Context: an optimization exercise on an open-source flow, tuned for small area and a short achievable clock period. The choices shown serve that exercise and are no tape-out recipe. RTL that was checked went through simulation tests only; none was proved equivalent to the original. The flow treats the clock pin as an ideal source, which a real chip does not have.

==> onyx: inputs <==
// trk_lane_rx
module trk_lane_rx (
    input  wire        clk,
    input  wire        rst,           
    input  wire        blk_valid,
    input  wire [1:0]  blk_sh,        
    input  wire [63:0] blk_pl,        
    input  wire [2:0]  cfg_lane,
    input  wire [1:0]  cfg_step,
    output reg         locked,
    output reg         dat_valid,
    output wire [7:0]  dat_idx,
    output wire [63:0] dat_pl,
    output reg         hdr_valid,
    output reg         hdr_ok,
    output reg  [47:0] hdr_fcnt,
    output reg  [15:0] hdr_claim,
    output reg  [3:0]  hdr_ql,
    output reg  [1:0]  hdr_step,
    output reg  [2:0]  hdr_state,
    output reg  [7:0]  hdr_msg,
    output reg         crc_valid,
    output reg         crc_ok
);
==> flow/config.mk <==
export PLATFORM = sky130hd
export DESIGN_NAME = trk_lane_rx
export DESIGN_NICKNAME = trk_lane_rx
export VERILOG_FILES = /design/flow/design.v
export SDC_FILE = /design/flow/constraint.sdc
export NUM_CORES = 4
export LEC_CHECK = 0
export CAP_MARGIN = 20
export CORE_MARGIN = 2
export CORE_UTILIZATION = 40
export SLEW_MARGIN = 20
==> flow/constraint.sdc <==
create_clock -name core_clock -period 13.5 [get_ports {clk}]
set_input_delay 2.7000 -clock core_clock [delete_from_list [all_inputs] [get_ports {clk}]]
set_output_delay 2.7000 -clock core_clock [all_outputs]
set_load 0.01 [all_outputs]
standard.sh (not shown) runs the stock make flow with config.mk's settings and CLKGATE_MAP_FILE= SYNTH_SCRIPT=/design/flow/synth_recipe.tcl, a recipe that flattens the netlist after the stock synthesis.
==> flow/flow/run.sh <==
#!/bin/bash
# Layout: the standard ORFS flow (standard.sh) with extra make settings from flow/params.sh:
# a smaller port-buffer cell, and timing repair aimed at a tighter setup margin.
set -euo pipefail
source flow/params.sh
bash standard.sh "${ARGS[@]}" finish > standard_flow.log 2>&1
==> flow/flow/params.sh <==
ARGS=("BUFFER_PORTS_ARGS=-buffer_cell sky130_fd_sc_hd__buf_2" SETUP_SLACK_MARGIN=9.5 TNS_END_PERCENT=100)
==> inputs of lagoon, as changes to onyx <==
==> flow/flow/params.sh (replaced) <==
ARGS=("BUFFER_PORTS_ARGS=-buffer_cell sky130_fd_sc_hd__buf_2" SETUP_SLACK_MARGIN=10.5 TNS_END_PERCENT=100)
==> run summary <==
| metric | lagoon | onyx |
|---|---|---|
| Pin slew with the least headroom to its limit | 1019 ps | 894.6 ps |
| Met3 demand-to-capacity share in global routing | 0.05109 | 0.04271 |
| Post-detailed-placement cell area | 15,700 sq um | 14,280 sq um |
| Slew HR | 0.3137 | 0.4036 |
| Status | finished clean | finished clean |
| Number of buffers added by the clock tree synthesis step | 29 | 28 |
| Max incr delay on CP | 420 ps | 510 ps |
| Share of final-layout standard cells stronger than drive strength 1 | 0.5335 | 0.2932 |
| Number of cells on the worst hold path | 2 | 0 |
| Fraction of area in clock buffers and inverters | 0.04740 | 0.05945 |
| Worst-case hold path end point | have_prev$_SDFFE_PP0P_ | hdr_ql[1]$_DFF_P_ |
| Fraction of area in multi-input gates | 0.4203 | 0.3974 |
| Layout Utilization | 0.6232 | 0.4868 |
| FF/Latch Area | 6797 sq um | 6586 sq um |
| Critical register-to-register path startpoint | dreg[20]$_DFF_P_ | dreg[57]$_DFF_P_ |
| CP endpoint | dat_pl[31] | dat_pl[4] |

========
==> build 56: inputs <==
trk_lane_rx, a different RTL version from the one above (not shown whole).
==> flow/design.v (excerpt) <==
module trk_lane_rx (
    input  wire        clk,
    input  wire        rst,           
    input  wire        blk_valid,
    input  wire [1:0]  blk_sh,        
    input  wire [63:0] blk_pl,        
    input  wire [2:0]  cfg_lane,
    input  wire [1:0]  cfg_step,
    output reg         locked,
    output reg         dat_valid,
    output wire [7:0]  dat_idx,
    output wire [63:0] dat_pl,
    output reg         hdr_valid,
    output reg         hdr_ok,
    output reg  [47:0] hdr_fcnt,
    output reg  [15:0] hdr_claim,
    output reg  [3:0]  hdr_ql,
    output reg  [1:0]  hdr_step,
    output reg  [2:0]  hdr_state,
    output reg  [7:0]  hdr_msg,
    output reg         crc_valid,
    output reg         crc_ok
);
==> flow/config.mk <==
export PLATFORM = sky130hd
export DESIGN_NAME = trk_lane_rx
export DESIGN_NICKNAME = trk_lane_rx
export VERILOG_FILES = /design/flow/design.v
export SDC_FILE = /design/flow/constraint.sdc
export NUM_CORES = 4
export LEC_CHECK = 0
export CAP_MARGIN = 20
export CORE_MARGIN = 2
export CORE_UTILIZATION = 40
export SLEW_MARGIN = 20
==> flow/constraint.sdc <==
create_clock -name core_clock -period 13.5 [get_ports {clk}]
set_input_delay 2.7000 -clock core_clock [delete_from_list [all_inputs] [get_ports {clk}]]
set_output_delay 2.7000 -clock core_clock [all_outputs]
set_load 0.01 [all_outputs]
==> flow/flow/run.sh <==
#!/bin/bash
# Layout: the standard ORFS flow (standard.sh) with extra make settings from flow/params.sh:
# a smaller port-buffer cell, timing repair aimed at a tighter setup margin, smaller clock-tree
# clusters, and a two-level clock tree (flow/cts_post.tcl).
set -euo pipefail
source flow/params.sh
bash standard.sh "${ARGS[@]}" "POST_CTS_TCL=$PWD/flow/cts_post.tcl" finish > standard_flow.log 2>&1
==> flow/flow/cts_post.tcl <==
# After CTS: take out the H-tree's branch level and drive the leaf clock
# buffers from four root buffers on the clock port, one per quarter of the
# leaves, each placed at the middle of its leaves. Every flip-flop stays two
# like buffers from the clock port.
set block [ord::get_db_block]
set root [$block findInst clkbuf_0_clk]
if {$root != "NULL"} {
  set rootnet [[$root findITerm X] getNet]
  set clknet [[$root findITerm A] getNet]
  foreach inst [$block getInsts] {
    if {![string match "clkbuf_1_*" [$inst getName]]} { continue }
    if {[[$inst findITerm A] getNet] != $rootnet} { continue }
    set onet [[$inst findITerm X] getNet]
    foreach it [$onet getITerms] {
      if {[$it getInst] == $inst} { continue }
      $it disconnect
      $it connect $rootnet
    }
    puts "cts_post: removed [$inst getName]"
    odb::dbInst_destroy $inst
    odb::dbNet_destroy $onet
  }
  set leaves {}
  foreach it [$rootnet getITerms] { if {[$it getInst] != $root} { lappend leaves $it } }
  proc cmp_x {a b} { return [expr {[lindex [[$a getInst] getLocation] 0] - [lindex [[$b getInst] getLocation] 0]}] }
  proc cmp_y {a b} { return [expr {[lindex [[$a getInst] getLocation] 1] - [lindex [[$b getInst] getLocation] 1]}] }
  set sx [lsort -command cmp_x $leaves]
  set h [expr {[llength $sx] / 2}]
  set groups {}
  foreach part [list [lrange $sx 0 [expr {$h - 1}]] [lrange $sx $h end]] {
    set sy [lsort -command cmp_y $part]
    set q [expr {[llength $sy] / 2}]
    lappend groups [lrange $sy 0 [expr {$q - 1}]] [lrange $sy $q end]
  }
  set i 0
  foreach g $groups {
    if {[llength $g] == 0} { continue }
    if {$i == 0} {
      set r $root; set n $rootnet
    } else {
      set r [odb::dbInst_create $block [$root getMaster] "clkbuf_0_${i}_clk"]
      set n [odb::dbNet_create $block "clknet_0_${i}_clk"]
      $n setSigType CLOCK
      [$r findITerm A] connect $clknet
      [$r findITerm X] connect $n
    }
    set sxx 0; set syy 0; set k 0
    foreach it $g {
      if {$i != 0} { $it disconnect; $it connect $n }
      set l [[$it getInst] getLocation]
      incr sxx [lindex $l 0]; incr syy [lindex $l 1]; incr k
    }
    $r setLocation [expr {$sxx / $k}] [expr {$syy / $k}]
    $r setPlacementStatus PLACED
    puts "cts_post: [$r getName] drives $k leaves"
    incr i
  }
  detailed_placement
  check_placement -verbose
  estimate_parasitics -placement
  report_clock_latency
}
==> flow/flow/params.sh <==
ARGS=("BUFFER_PORTS_ARGS=-buffer_cell sky130_fd_sc_hd__buf_2" SETUP_SLACK_MARGIN=9.7 TNS_END_PERCENT=0 CTS_CLUSTER_SIZE=25 CTS_CLUSTER_DIAMETER=100)
==> trial 79 (differences from build 56) <==
--- a/flow/design.v
+++ b/flow/design.v
@@ -33,12 +33,13 @@
     reg  [7:0] cnt;         
     reg  [1:0] win;         
     reg  [4:0] err;         
     reg [63:0] dreg;        
     reg        t1_b0;       
     reg        t1_b1;       
+    reg        t1_sh;       
     reg        t1_ls;       
     reg        t1_se;       
     reg        ok0;         
     reg [7:0]  z8;          
     reg [15:0] c16;         
     assign dat_pl  = dreg;
@@ -468,13 +469,13 @@
     assign f16[10] = p_229;
     assign f16[11] = p_238;
     assign f16[12] = p_246;
     assign f16[13] = p_254;
     assign f16[14] = p_261;
     assign f16[15] = p_269;
-    wire hdr_good = ok0 && !t1_se && t1_ls && (dreg[7:0] == 8'h47) && (f8 == z8);
+    wire hdr_good = ok0 && t1_sh && t1_ls && (dreg[7:0] == 8'h47) && (f8 == z8);
     wire hdr_lost = t1_b1 && bad_prev && !hdr_good;
     wire t1_take  = dat_valid || t1_b0 || t1_b1;
     wire se_lost  = t1_take && t1_se && (err == 5'd31);
     wire lk_eff   = lk && !hdr_lost && !se_lost;
     wire is_hdr   = (blk_sh == 2'b01);
     wire is_dat   = (blk_sh == 2'b10);
@@ -482,24 +483,25 @@
     wire nb1      = (cnt == 8'd0);       
     wire take     = blk_valid && lk_eff;
     wire lock_now = blk_valid && !lk_eff && is_hdr && prev_hdr;
     always @(posedge clk) begin
         if (blk_valid) hist <= blk_pl[63:6];
         dreg   <= desc;
+        t1_sh  <= is_hdr;
         t1_se  <= (nb0 || nb1) ? !is_hdr : !is_dat;
         t1_ls  <= (desc[30:28] == cfg_lane) && (desc[33:32] == cfg_step);
         hdr_claim <= dreg[23:8];
         hdr_ql    <= dreg[27:24];
         hdr_step  <= dreg[33:32];
         hdr_state <= dreg[36:34];
         hdr_msg   <= dreg[47:40];
         hdr_ok    <= hdr_good;
         crc_ok    <= (dreg[63:48] == c16);
         if (t1_b0) begin
             z8  <= zin;
-            ok0 <= !t1_se && (dreg[7:0] == 8'hB8);
+            ok0 <= t1_sh && (dreg[7:0] == 8'hB8);
             hdr_fcnt <= dreg[55:8];
         end
         if (dat_valid) c16 <= f16;
         if (lock_now) cnt <= 8'd1;
         else if (take) cnt <= cnt + 8'd1;
         if (lock_now) begin
--- a/flow/flow/cts_post.tcl
+++ b/flow/flow/cts_post.tcl
@@ -53,10 +53,13 @@
     $r setLocation [expr {$sxx / $k}] [expr {$syy / $k}]
     $r setPlacementStatus PLACED
     puts "cts_post: [$r getName] drives $k leaves"
     incr i
   }
   detailed_placement
-  check_placement -verbose
   estimate_parasitics -placement
   report_clock_latency
+  # the timing repair that CTS skipped (SKIP_CTS_REPAIR_TIMING), now on the final tree
+  repair_timing_helper
+  detailed_placement
+  check_placement -verbose
 }
==> flow/flow/params.sh (replaced) <==
ARGS=("BUFFER_PORTS_ARGS=-buffer_cell sky130_fd_sc_hd__buf_2" SETUP_SLACK_MARGIN=9.7 TNS_END_PERCENT=0 CTS_CLUSTER_SIZE=25 CTS_CLUSTER_DIAMETER=100 SKIP_CTS_REPAIR_TIMING=1)
==> trial 69 (differences from build 56) <==
--- a/flow/design.v
+++ b/flow/design.v
@@ -33,12 +33,13 @@
     reg  [7:0] cnt;         
     reg  [1:0] win;         
     reg  [4:0] err;         
     reg [63:0] dreg;        
     reg        t1_b0;       
     reg        t1_b1;       
+    reg        t1_sh;       
     reg        t1_ls;       
     reg        t1_se;       
     reg        ok0;         
     reg [7:0]  z8;          
     reg [15:0] c16;         
     assign dat_pl  = dreg;
@@ -468,13 +469,13 @@
     assign f16[10] = p_229;
     assign f16[11] = p_238;
     assign f16[12] = p_246;
     assign f16[13] = p_254;
     assign f16[14] = p_261;
     assign f16[15] = p_269;
-    wire hdr_good = ok0 && !t1_se && t1_ls && (dreg[7:0] == 8'h47) && (f8 == z8);
+    wire hdr_good = ok0 && t1_sh && t1_ls && (dreg[7:0] == 8'h47) && (f8 == z8);
     wire hdr_lost = t1_b1 && bad_prev && !hdr_good;
     wire t1_take  = dat_valid || t1_b0 || t1_b1;
     wire se_lost  = t1_take && t1_se && (err == 5'd31);
     wire lk_eff   = lk && !hdr_lost && !se_lost;
     wire is_hdr   = (blk_sh == 2'b01);
     wire is_dat   = (blk_sh == 2'b10);
@@ -482,24 +483,25 @@
     wire nb1      = (cnt == 8'd0);       
     wire take     = blk_valid && lk_eff;
     wire lock_now = blk_valid && !lk_eff && is_hdr && prev_hdr;
     always @(posedge clk) begin
         if (blk_valid) hist <= blk_pl[63:6];
         dreg   <= desc;
+        t1_sh  <= is_hdr;
         t1_se  <= (nb0 || nb1) ? !is_hdr : !is_dat;
         t1_ls  <= (desc[30:28] == cfg_lane) && (desc[33:32] == cfg_step);
         hdr_claim <= dreg[23:8];
         hdr_ql    <= dreg[27:24];
         hdr_step  <= dreg[33:32];
         hdr_state <= dreg[36:34];
         hdr_msg   <= dreg[47:40];
         hdr_ok    <= hdr_good;
         crc_ok    <= (dreg[63:48] == c16);
         if (t1_b0) begin
             z8  <= zin;
-            ok0 <= !t1_se && (dreg[7:0] == 8'hB8);
+            ok0 <= t1_sh && (dreg[7:0] == 8'hB8);
             hdr_fcnt <= dreg[55:8];
         end
         if (dat_valid) c16 <= f16;
         if (lock_now) cnt <= 8'd1;
         else if (take) cnt <= cnt + 8'd1;
         if (lock_now) begin
==> flow/flow/params.sh (replaced) <==
ARGS=("BUFFER_PORTS_ARGS=-buffer_cell sky130_fd_sc_hd__buf_2" SETUP_SLACK_MARGIN=9.7 TNS_END_PERCENT=0 CTS_CLUSTER_SIZE=25 CTS_CLUSTER_DIAMETER=100 CORE_UTILIZATION=70 PLACE_DENSITY=0.8)
==> build 29 (differences from build 56) <==
--- a/flow/design.v
+++ b/flow/design.v
@@ -33,12 +33,13 @@
     reg  [7:0] cnt;         
     reg  [1:0] win;         
     reg  [4:0] err;         
     reg [63:0] dreg;        
     reg        t1_b0;       
     reg        t1_b1;       
+    reg        t1_sh;       
     reg        t1_ls;       
     reg        t1_se;       
     reg        ok0;         
     reg [7:0]  z8;          
     reg [15:0] c16;         
     assign dat_pl  = dreg;
@@ -468,13 +469,13 @@
     assign f16[10] = p_229;
     assign f16[11] = p_238;
     assign f16[12] = p_246;
     assign f16[13] = p_254;
     assign f16[14] = p_261;
     assign f16[15] = p_269;
-    wire hdr_good = ok0 && !t1_se && t1_ls && (dreg[7:0] == 8'h47) && (f8 == z8);
+    wire hdr_good = ok0 && t1_sh && t1_ls && (dreg[7:0] == 8'h47) && (f8 == z8);
     wire hdr_lost = t1_b1 && bad_prev && !hdr_good;
     wire t1_take  = dat_valid || t1_b0 || t1_b1;
     wire se_lost  = t1_take && t1_se && (err == 5'd31);
     wire lk_eff   = lk && !hdr_lost && !se_lost;
     wire is_hdr   = (blk_sh == 2'b01);
     wire is_dat   = (blk_sh == 2'b10);
@@ -482,24 +483,25 @@
     wire nb1      = (cnt == 8'd0);       
     wire take     = blk_valid && lk_eff;
     wire lock_now = blk_valid && !lk_eff && is_hdr && prev_hdr;
     always @(posedge clk) begin
         if (blk_valid) hist <= blk_pl[63:6];
         dreg   <= desc;
+        t1_sh  <= is_hdr;
         t1_se  <= (nb0 || nb1) ? !is_hdr : !is_dat;
         t1_ls  <= (desc[30:28] == cfg_lane) && (desc[33:32] == cfg_step);
         hdr_claim <= dreg[23:8];
         hdr_ql    <= dreg[27:24];
         hdr_step  <= dreg[33:32];
         hdr_state <= dreg[36:34];
         hdr_msg   <= dreg[47:40];
         hdr_ok    <= hdr_good;
         crc_ok    <= (dreg[63:48] == c16);
         if (t1_b0) begin
             z8  <= zin;
-            ok0 <= !t1_se && (dreg[7:0] == 8'hB8);
+            ok0 <= t1_sh && (dreg[7:0] == 8'hB8);
             hdr_fcnt <= dreg[55:8];
         end
         if (dat_valid) c16 <= f16;
         if (lock_now) cnt <= 8'd1;
         else if (take) cnt <= cnt + 8'd1;
         if (lock_now) begin
==> flow/flow/run.sh (replaced) <==
#!/bin/bash
# Layout: the standard ORFS flow (standard.sh) with extra make settings from flow/params.sh:
# a smaller port-buffer cell, timing repair aimed at a tighter setup margin, smaller clock-tree
# clusters, and a two-level clock tree with four root buffers (flow/cts_post.tcl).
set -euo pipefail
source flow/params.sh
bash standard.sh "${ARGS[@]}" "POST_CTS_TCL=$PWD/flow/cts_post.tcl" finish > standard_flow.log 2>&1
==> qor summary <==
                                                                                                  build 29               trial 69      build 56             trial 79
Outcome                                                                           timing/DRC/antenna clean  timing/DRC/antenna clean  timing/DRC/antenna clean  timing/DRC/antenna clean
Clock-pin slew reported for the worst setup and hold paths after clock tree synthesis              0.09 ns                0.10 ns       0.09 ns              0.10 ns
Die H                                                                                               182 um                 139 um        184 um               182 um
DR vias/cell                                                                                          4.85                   5.82          4.82                 4.82
Starting Density                                                                                     40.5%                  71.2%         40.9%                40.5%
Start point of the worst min-delay path                                                            dreg[9]               dreg[43]      dreg[42]             dreg[41]
Number of placement rows                                                                                65                     49            65                   65
Util after Layout                                                                                    47.4%                  82.9%         47.6%                46.9%
Share of synthesized cell area in full adder, half adder and majority cells                         0.589%                 0.589%        0.578%               0.589%
Nets                                                                                                  1274                   1289          1290                 1272
Number of combinational gates with multiple inputs                                                     676                    677           692                  676
Post-Syn Instances                                                                                     973                    973           999                  973
Crit path buf inv count                                                                                  1                      3             0                    1
Worst-case hold slack                                                                             0.453 ns               0.432 ns      0.452 ns             0.460 ns
Number of standard cells in the layout, taps in and fillers out                                       1604                   1446          1619                 1602
Number of sinks handled by clock tree synthesis                                                        258                    258           257                  258
Routed wirelength normalized by instance count                                                     23.1 um                25.7 um       23.6 um              23.0 um
Chip width                                                                                          182 um                 139 um        184 um               182 um
Setup Crit Path Kind                                                                   flop to output port  primary input to flop  flop to flop  flop to output port
Final worst-path cycle share                                                                         27.5%                  28.6%         27.9%                29.8%
Area Overhead vs Synth                                                                               17.2%                  16.5%         16.4%                15.7%
Function not checked in build 56: the RTL went through the layout flow alone.

## static timing again, ports no longer ideal
Ports are ideal in the flow. The routed layouts listed here were re-timed in OpenROAD.
Step 1, drivers: a clkbuf_16 drives clk and a buf_2 each remaining input, both assumed.
Step 2 moves the port delays by t, midway between the first and last clock arrival at a register: inputs arrive t later, outputs are due t later. That takes back most of the time a late clock gives input paths.
Slacks: ideal ports / drivers / drivers and shift; pairs: ideal ports / drivers.
run | t (ns) | slack for setup (ns) | worst setup path after step 2
onyx | 0.597 | 9.510 / 9.459 / 9.310 | input to register
lagoon | 0.623 | 9.687 / 9.634 / 9.475 | input to register
build 56 | 0.409 | 9.738 / 9.698 / 9.393 | input to register
trial 79 | 0.403 | 9.475 / 9.376 / 9.382 | input to register
trial 69 | 0.413 | 9.639 / 9.644 / 9.305 | input to register
build 29 | 0.403 | 9.789 / 9.690 / 9.486 | input to register
After both steps setup and hold are still met in every run listed. The setup slack of build 56, which loses most, moves by -0.040 ns with the drivers and by -0.345 ns with both steps.
